Background: an optimization exercise with open tools, aiming at small area and a short achievable clock period. Do not read the settings as production practice. The RTL was checked by simulation tests, not by an equivalence proof against the original design. Power figures rest on the tool's default switching activity, not on a simulated workload.

==> flow/design.v (outline; a module is shown in full before it is edited, if it fits) <==
// module frame_phase: 2428 lines
module frame_phase (
    input  wire        clk,
    input  wire        rst_n,         
    input  wire        cmd_valid,
    input  wire [2:0]  cmd_op,
    input  wire [2:0]  cmd_frame,
    input  wire [63:0] cmd_tick,      
    input  wire [63:0] cmd_data,
    output reg         r_valid,
    output reg  [47:0] r_acc,
    output wire [47:0] r_phase
);
  // ...
==> flow/flow/run.sh <==
#!/bin/bash
set -euo pipefail
bash standard.sh SETUP_SLACK_MARGIN=13.1 "BUFFER_PORTS_ARGS=-buffer_cell sky130_fd_sc_hd__buf_2" finish > flow_make.log 2>&1
==> flow/standard.sh <==
#!/bin/bash
# synth_recipe.tcl (not shown) runs the flow's synth.tcl, then flattens the netlist and writes it again
# the make line also repeats each setting of config.mk as NAME=value (left out here)
make -C /OpenROAD-flow-scripts/flow DESIGN_CONFIG=/design/flow/config.mk WORK_HOME=/design/flow/orfs CLKGATE_MAP_FILE= SYNTH_SCRIPT=/design/flow/synth_recipe.tcl "${@:-finish}"
==> flow/config.mk <==
export PLATFORM = sky130hd
export DESIGN_NAME = frame_phase
export DESIGN_NICKNAME = frame_phase
export VERILOG_FILES = /design/flow/design.v
export SDC_FILE = /design/flow/constraint.sdc
export NUM_CORES = 4
export LEC_CHECK = 0
export ABC_AREA = 1
export CAP_MARGIN = 20
export CORE_MARGIN = 2
export CORE_UTILIZATION = 60
export CTS_BUF_LIST = sky130_fd_sc_hd__clkbuf_16
export CTS_CLUSTER_DIAMETER = 80
export CTS_CLUSTER_SIZE = 25
export SLEW_MARGIN = 20
==> flow/constraint.sdc <==
create_clock -name core_clock -period 18.0 [get_ports {clk}]
set_input_delay 3.6000 -clock core_clock [delete_from_list [all_inputs] [get_ports {clk}]]
set_output_delay 3.6000 -clock core_clock [all_outputs]
set_load 0.01 [all_outputs]
==> summary.md, run 1 <==
| Metric | Value |
|---|---|
| RSZ-0062 raised after global routing | `true` |
| Compound-cell area share of the yosys netlist | `8.75%` |
| Met3 wire length | `27,700 um` |
| Final Hold Viols | `0` |
| Drt first pass iters | `7` |
| Signal buf overhead | `3.95%` |
| Max-cap violation count | `0` |
| Count leader, synth | `nand2_1` |
| # resized after CTS | `226` |
| Critical path's top delay family | `adder cells` |
| Routing usage on met1 | `48.7%` |
| Met2 Resource Use GR | `57.2%` |
| Aggregate routed wire length | `256,000 um` |
| Commonest non-fill, non-tap cell in the layout | `nand2_1` |
| Mux share of post-synthesis cell area | `0.649%` |
| EDFF count, synth | `1,024` |
| Skew-Pair Late Insertion Delay | `0.74 ns` |
| Top class by area | `flip-flops and latches` |
| Largest net degree at the start of global routing | `60` |
| Crit-path most repeated cell | `fa_1` |
| Clock buffer count | `83` |
| Clk pin slew, worst setup/hold paths | `0.08 ns` |
| Cell count of the worst reg-to-reg path | `14` |
| Skew final | `0.0526 ns` |
| Die area | `137,000 um2` |
| Worst Setup EP | `s2_c16` |
| Number of DRC markers in iteration 0 | `6,970` |
| Fin crit period | `4.99 ns` |
| CP cell instances | `inv_2 > buf_8 > o22ai_2 > xor2_1 > fa_1 > inv_1 > fa_2 > fa_1 > fa_1 > inv_1 > ha_4 > ha_4 > nand2_1 > o211ai_1` |
| Post-synth net total | `7,659` |
| Status | `complete, no violations` |
| Tap Count | `1,768` |
| Leakage | `30.8 nW` |
| Starting Density | `60.3%` |
| Type of the tightest min-delay check | `reg -> reg` |
| Top reg by flops | `s0_data` |
| Highest routing layer actually used | `met5` |
| Crit-path max cell delay | `0.89 ns` |
| Max power group | `registers` |
| Type of destination of the critical path | `flip-flop` |
| Rel. slew slack | `24.1%` |
| Final non-filler cell total | `8,702` |
==> run 2, diff against run 1 <==
--- a/flow/design.v
+++ b/flow/design.v
@@ -1880,69 +1880,81 @@
     wire lo_G4 = lo_g[9] | (lo_p[9] & lo_g[8]);
     wire lo_P4 = lo_p[9] & lo_p[8];
     wire lo_G5 = lo_g[11] | (lo_p[11] & lo_g[10]);
     wire lo_P5 = lo_p[11] & lo_p[10];
     wire lo_G6 = lo_g[13] | (lo_p[13] & lo_g[12]);
     wire lo_P6 = lo_p[13] & lo_p[12];
     wire lo_G7 = lo_g[15] | (lo_p[15] & lo_g[14]);
     wire lo_P7 = lo_p[15] & lo_p[14];
-    wire lo_G8 = lo_G1 | (lo_P1 & lo_G0);
-    wire lo_P8 = lo_P1 & lo_p[1];
-    wire lo_G9 = lo_G3 | (lo_P3 & lo_G2);
-    wire lo_P9 = lo_P3 & lo_P2;
-    wire lo_G10 = lo_G5 | (lo_P5 & lo_G4);
-    wire lo_P10 = lo_P5 & lo_P4;
-    wire lo_G11 = lo_G7 | (lo_P7 & lo_G6);
-    wire lo_P11 = lo_P7 & lo_P6;
-    wire lo_G12 = lo_G9 | (lo_P9 & lo_G8);
-    wire lo_P12 = lo_P9 & lo_P8;
-    wire lo_G13 = lo_G11 | (lo_P11 & lo_G10);
-    wire lo_P13 = lo_P11 & lo_P10;
-    wire lo_G14 = lo_G13 | (lo_P13 & lo_G12);
-    wire lo_P14 = lo_P13 & lo_P12;
-    wire lo_G15 = lo_G10 | (lo_P10 & lo_G12);
-    wire lo_P15 = lo_P10 & lo_P12;
-    wire lo_G16 = lo_G2 | (lo_P2 & lo_G8);
-    wire lo_P16 = lo_P2 & lo_P8;
-    wire lo_G17 = lo_G4 | (lo_P4 & lo_G12);
-    wire lo_P17 = lo_P4 & lo_P12;
-    wire lo_G18 = lo_G6 | (lo_P6 & lo_G15);
-    wire lo_P18 = lo_P6 & lo_P15;
-    wire lo_G19 = lo_g[2] | (lo_p[2] & lo_G0);
-    wire lo_P19 = lo_p[2] & lo_p[1];
-    wire lo_G20 = lo_g[4] | (lo_p[4] & lo_G8);
-    wire lo_P20 = lo_p[4] & lo_P8;
-    wire lo_G21 = lo_g[6] | (lo_p[6] & lo_G16);
-    wire lo_P21 = lo_p[6] & lo_P16;
-    wire lo_G22 = lo_g[8] | (lo_p[8] & lo_G12);
-    wire lo_P22 = lo_p[8] & lo_P12;
-    wire lo_G23 = lo_g[10] | (lo_p[10] & lo_G17);
-    wire lo_P23 = lo_p[10] & lo_P17;
-    wire lo_G24 = lo_g[12] | (lo_p[12] & lo_G15);
-    wire lo_P24 = lo_p[12] & lo_P15;
-    wire lo_G25 = lo_g[14] | (lo_p[14] & lo_G18);
-    wire lo_P25 = lo_p[14] & lo_P18;
+    wire lo_G8 = lo_g[2] | (lo_p[2] & lo_G0);
+    wire lo_P8 = lo_p[2] & lo_p[1];
+    wire lo_G9 = lo_G1 | (lo_P1 & lo_G0);
+    wire lo_P9 = lo_P1 & lo_p[1];
+    wire lo_G10 = lo_g[6] | (lo_p[6] & lo_G2);
+    wire lo_P10 = lo_p[6] & lo_P2;
+    wire lo_G11 = lo_G3 | (lo_P3 & lo_G2);
+    wire lo_P11 = lo_P3 & lo_P2;
+    wire lo_G12 = lo_g[10] | (lo_p[10] & lo_G4);
+    wire lo_P12 = lo_p[10] & lo_P4;
+    wire lo_G13 = lo_G5 | (lo_P5 & lo_G4);
+    wire lo_P13 = lo_P5 & lo_P4;
+    wire lo_G14 = lo_g[14] | (lo_p[14] & lo_G6);
+    wire lo_P14 = lo_p[14] & lo_P6;
+    wire lo_G15 = lo_G7 | (lo_P7 & lo_G6);
+    wire lo_P15 = lo_P7 & lo_P6;
+    wire lo_G16 = lo_g[4] | (lo_p[4] & lo_G9);
+    wire lo_P16 = lo_p[4] & lo_P9;
+    wire lo_G17 = lo_G2 | (lo_P2 & lo_G9);
+    wire lo_P17 = lo_P2 & lo_P9;
+    wire lo_G18 = lo_G10 | (lo_P10 & lo_G9);
+    wire lo_P18 = lo_P10 & lo_P9;
+    wire lo_G19 = lo_G11 | (lo_P11 & lo_G9);
+    wire lo_P19 = lo_P11 & lo_P9;
+    wire lo_G20 = lo_g[12] | (lo_p[12] & lo_G13);
+    wire lo_P20 = lo_p[12] & lo_P13;
+    wire lo_G21 = lo_G6 | (lo_P6 & lo_G13);
+    wire lo_P21 = lo_P6 & lo_P13;
+    wire lo_G22 = lo_G14 | (lo_P14 & lo_G13);
+    wire lo_P22 = lo_P14 & lo_P13;
+    wire lo_G23 = lo_G15 | (lo_P15 & lo_G13);
+    wire lo_P23 = lo_P15 & lo_P13;
+    wire lo_G24 = lo_g[8] | (lo_p[8] & lo_G19);
+    wire lo_P24 = lo_p[8] & lo_P19;
+    wire lo_G25 = lo_G4 | (lo_P4 & lo_G19);
+    wire lo_P25 = lo_P4 & lo_P19;
+    wire lo_G26 = lo_G12 | (lo_P12 & lo_G19);
+    wire lo_P26 = lo_P12 & lo_P19;
+    wire lo_G27 = lo_G13 | (lo_P13 & lo_G19);
+    wire lo_P27 = lo_P13 & lo_P19;
+    wire lo_G28 = lo_G20 | (lo_P20 & lo_G19);
+    wire lo_P28 = lo_P20 & lo_P19;
+    wire lo_G29 = lo_G21 | (lo_P21 & lo_G19);
+    wire lo_P29 = lo_P21 & lo_P19;
+    wire lo_G30 = lo_G22 | (lo_P22 & lo_G19);
+    wire lo_P30 = lo_P22 & lo_P19;
+    wire lo_G31 = lo_G23 | (lo_P23 & lo_G19);
+    wire lo_P31 = lo_P23 & lo_P19;
     assign lo_s[0] = lo_p[0] ^ 1'b0;
     assign lo_s[1] = lo_p[1] ^ lo_g[0];
     assign lo_s[2] = lo_p[2] ^ lo_G0;
-    assign lo_s[3] = lo_p[3] ^ lo_G19;
-    assign lo_s[4] = lo_p[4] ^ lo_G8;
-    assign lo_s[5] = lo_p[5] ^ lo_G20;
-    assign lo_s[6] = lo_p[6] ^ lo_G16;
-    assign lo_s[7] = lo_p[7] ^ lo_G21;
-    assign lo_s[8] = lo_p[8] ^ lo_G12;
-    assign lo_s[9] = lo_p[9] ^ lo_G22;
-    assign lo_s[10] = lo_p[10] ^ lo_G17;
-    assign lo_s[11] = lo_p[11] ^ lo_G23;
-    assign lo_s[12] = lo_p[12] ^ lo_G15;
-    assign lo_s[13] = lo_p[13] ^ lo_G24;
-    assign lo_s[14] = lo_p[14] ^ lo_G18;
-    assign lo_s[15] = lo_p[15] ^ lo_G25;
-    assign lo_co = lo_G14;
+    assign lo_s[3] = lo_p[3] ^ lo_G8;
+    assign lo_s[4] = lo_p[4] ^ lo_G9;
+    assign lo_s[5] = lo_p[5] ^ lo_G16;
+    assign lo_s[6] = lo_p[6] ^ lo_G17;
+    assign lo_s[7] = lo_p[7] ^ lo_G18;
+    assign lo_s[8] = lo_p[8] ^ lo_G19;
+    assign lo_s[9] = lo_p[9] ^ lo_G24;
+    assign lo_s[10] = lo_p[10] ^ lo_G25;
+    assign lo_s[11] = lo_p[11] ^ lo_G26;
+    assign lo_s[12] = lo_p[12] ^ lo_G27;
+    assign lo_s[13] = lo_p[13] ^ lo_G28;
+    assign lo_s[14] = lo_p[14] ^ lo_G29;
+    assign lo_s[15] = lo_p[15] ^ lo_G30;
+    assign lo_co = lo_G31;
     reg [15:0] s2_lo;
     reg        s2_c16;
     reg [47:16] s2_S, s2_C;
     reg [3-1:0] s2_L;     
     reg [7:0]  po_ok;
     wire [7:0] po_ok_nx;     
     reg [7:0]  s2_psel;      
     reg [7:0]  s2_wsel;      
==> flow/flow/run.sh (replaced) <==
#!/bin/bash
set -euo pipefail
bash standard.sh SETUP_SLACK_MARGIN=13.2 "BUFFER_PORTS_ARGS=-buffer_cell sky130_fd_sc_hd__buf_2" finish > flow_make.log 2>&1
==> run 2 against run 1 <==
Against the previous run:
- sequential cell count did not move
- utilization is 1.2 points higher
- worst setup slack improved by 0.16 ns
- routed wire length increased by 4.1%
- critical path depth is 13 lower
- final area grew 1.9%
- die area about the same
- hold slack improved by 0.016 ns
- clock power is essentially flat
- critical endpoint is now r_phase[18]
- largest cell class unchanged
==> summary.md, run 2 <==
| Metric | Value |
|---|---|
| Status | `complete, no violations` |
| Fmax | `207 MHz` |
| Seq pwr share | `59.7%` |
| TritonCTS clock tree | `done` |
| Initial antenna violation count | `8` |
| Post-synth net total | `7,594 (-0.85%)` |
| Measured slew at the worst slew-check pin | `1.09 ns` |
| Final setup vio count | `0` |
| Type of destination of the critical path | `primary output` |
| Final non-filler cell total | `8,699 (-0.034%)` |
| HPWL Detailed | `160,000 um` |
| Most frequent cells in the layout | `edfxtp_1, nand2_1, xor2_1` |
| Final Hold Viols | `0 (unchanged)` |
| Fin crit period | `4.84 ns (-0.158 ns)` |
| Tcrit/Tclk final | `26.9%` |
| Drt first pass iters | `10 (+3)` |
| WP data arrival | `1.24 ns` |
| Routed len/inst | `30.6 um` |
| Synthesized flop and latch total | `1,553` |
| Post-synth top area cell | `edfxtp_1` |
| CTS sink count | `1,553` |
| Layout Nets | `7,743` |
| Die area | `137,000 um2 (about the same)` |
| Combinational share of power | `8.1%` |
| Psw | `1.65 mW` |
| Synth cell count leaders | `nand2_1, edfxtp_1, xor2_1` |
| Largest net degree at the start of global routing | `59 (-1.7%)` |
| Area grow syn2layout | `11.8%` |
| Die Y | `370 um` |
| RSZ-0062 raised after global routing | `true` |
| CP cell instances | `buf_6` |
| # rows | `134` |
| Clock network fraction of total power | `32.2%` |
| Commonest non-fill, non-tap cell in the layout | `edfxtp_1` |
| Ys async rst share | `0%` |
| Post-synth top flop | `edfxtp_1` |
| H-tree depth | `3` |
| CP max-delay cell | `dfxtp_4` |
| Clk pin slew, worst setup/hold paths | `0.09 ns (about the same)` |
| GRT overflow | `0` |
| P_int | `4.93 mW` |
| Leakage | `31.5 nW (+2.4%)` |
| Aggregate routed wire length | `266,000 um (+4.1%)` |
| Gr usage total | `38.4%` |
| Required @ worst endpoint | `14.40 ns` |
| EDFF count, synth | `1,024 (unchanged)` |
| Core area | `133,000 um2` |
| IO Count | `234` |
| Area contributors post-synth | `edfxtp_1, fa_1, dfxtp_1` |
| Startpoint class of the critical path | `flip-flop` |
| Setup TNS | `0 ns` |
| DRC violations left | `0` |
| CTS root buf | `clkbuf_16` |
| Via-to-Cell Ratio | `6.39` |
| Netlist cell types | `58` |
| Share of cells above drive strength 1 | `15.1%` |
| Top reg by flops | `s0_data` |
| Max reg flops | `49` |
| First-pass GRT wire length | `375,000 um` |
| Cells after Synth | `6,705` |
| Num CTS Buffers | `82` |
| Rel. slew slack | `27.5% (+3.4 points)` |
| Dpl cells | `8,413` |
| Post-Syn Area | `80,400 um2` |
| Sw Ratio | `25.0%` |
| I/O Buffers | `202` |
| Skew final | `0.0460 ns (-0.00658 ns)` |
| Starting Density | `60.3% (about the same)` |
| Max VDD drop | `82.6 uV` |
| Seq/Total Area, Yosys | `51.4%` |
| Longest Clk Path Bufs | `3` |
| Crit-path max cell delay | `0.37 ns (-0.52 ns)` |
| Post-synth top area share | `38.3%` |
| Pwr/cell area | `73.2 nW/um2` |
| Total number of vias | `55,600` |
| Skew-Pair Late Insertion Delay | `0.75 ns (about the same)` |
| Count leader, synth | `nand2_1` |
| Avg Inst Size Synth | `12.0 um2` |
| Max-cap violation count | `0 (unchanged)` |
| Number of global-route vias before repair | `54,000` |
| Placer Congestion | `0.997` |
| Buffer and inverter count on the worst path | `1` |
| Max Slew Vio Count | `0` |
| Crit-path max FO | `1` |
| Die width | `370 um` |
| Synth Warn # | `1` |
| Number of DRC markers in iteration 0 | `7,356 (+5.5%)` |
| Critical path's top delay family | `flip-flops` |
| ANT nets after route | `0` |
| Setup CP Type | `reg -> out` |
| Type of the tightest min-delay check | `reg -> reg` |
## run 2: cell types whose count changed after synthesis, moves of 5 or more
| cell | delta |
|---|---|
| a21oi_1 | +24 |
| a22o_1 | +35 |
| buf_1 | -8 |
| inv_2 | -6 |
| nand2_1 | -84 |
| nand4_1 | -14 |
| nor2_1 | -16 |
| nor4_4 | +7 |
| o21ai_0 | +9 |
| xor2_1 | +5 |
## run 2: layout make-up
cell class              count  area (um2)
diodes                      8        20.0
clock buffers              84        2100
clock inverters            69         569
fillers                  9824       43400
inverters                 569        2370
multi-input cells        4190       36300
flip-flops and latches   1553       41600
well taps                1768        2210
repair buffers            457        4670
repair inverters            1        7.51
## run 2: worst paths after layout
kind                                  from          end  slack (ns)  depth (start not counted)
worst max-delay path            r_ph_hi[2]  r_phase[18]       13.16                          1
worst max register to register   s1_dt[33]     s2_C[44]       13.19                         11
worst min-delay path              s2_lo[8]     r_acc[8]        0.33                          0
worst min register to register    s2_lo[8]     r_acc[8]        0.33                          0
## run 2: per-layer routing
layer | routed length (um) | global-route usage (%) | up-vias
met5 | 184 | 0 | -
met4 | 18600 | 19.8 | 10
met3 | 31500 | 11.0 | 1031
met2 | 118000 | 58.5 | 3724
met1 | 97600 | 50.2 | 27500
li1 | - | - | 23400
## run 2: cells by family (layout without fill, tap and decap cells)
family	after synthesis	after routing	synth area share (%)
compound gates	1109	1109	9.26
xor+xnor	746	746	8.13
fa+ha+maj	752	752	17.5
buf+inv	962	1180	4.71
flops	1553	1553	51.4
mux	45	45	0.626
other cells	0	8	0
simple gates	1538	1538	8.37
## run 2: power by group through the flow
stage	combinational (mW)	clock, mW	sequential [mW]
finish	0.531	2.12	3.93
CTS	0.481	2.14	3.92
global placement	0.430	0	4.00
detailed placement	0.435	0	4.00
floorplan	0.244	0	3.96
global route	0.543	2.26	3.93
## run 2: timing repair
action                                  CTS  global route
hold buffers                              0             0
pin swaps                                18            59
gates resized for setup                 399           221
cloned                                   15            10
setup buffers                            52            47
endpoints found under the setup margin  288           210
## run 2: per-stage QoR
| stage | setup slack (ns) | cell area, um2 | utilization (%) | hold slack [ns] | power [mW] |
|---|---|---|---|---|---|
| 6_report | 13.16 | 89900 | 67.4 | 0.325 | 6.58 |
| 5_1_grt | 13.13 | 89900 | 67.4 | 0.328 | 6.73 |
| 4_1_cts | 13.13 | 88200 | 66.2 | 0.326 | 6.55 |
| 3_5_place_dp | 12.18 | 83100 | 62.3 | 0.312 | 4.43 |
| 3_3_place_gp | 12.24 | 83000 | 62.3 | 0.309 | 4.43 |
| 2_1_floorplan | 13.37 | 80400 | - | 0.310 | 4.20 |

[what the ideal ports hide]
No port has a modelled driver above. Below, the same layouts with a new extraction and two added sets of constraints.
Step 1 (the two cells are an assumption about what drives the block):
set clk [get_ports {clk}]
set_driving_cell -lib_cell sky130_fd_sc_hd__clkbuf_16 $clk
set_driving_cell -lib_cell sky130_fd_sc_hd__buf_2 [delete_from_list [all_inputs] $clk]
Step 2, shift: input delay + t, output delay - t, t = (earliest + latest rising clock arrival at the registers) / 2. This alone moves slack from input paths to output paths.
Three values: ideal, step 1, step 2; two values: the first two.
| run | shift t [ns] | setup WS [ns] | worst setup path after step 2 |
|---|---|---|---|
| run 1 | 0.804 | 13.005 / 13.005 / 12.526 | input to register |
| run 2 | 0.807 | 13.164 / 13.085 / 12.684 | input to register |
After both steps setup and hold are still met in every run listed. For run 2, which loses most, drivers alone change the setup slack by -0.079 ns; drivers and shift together by -0.480 ns.
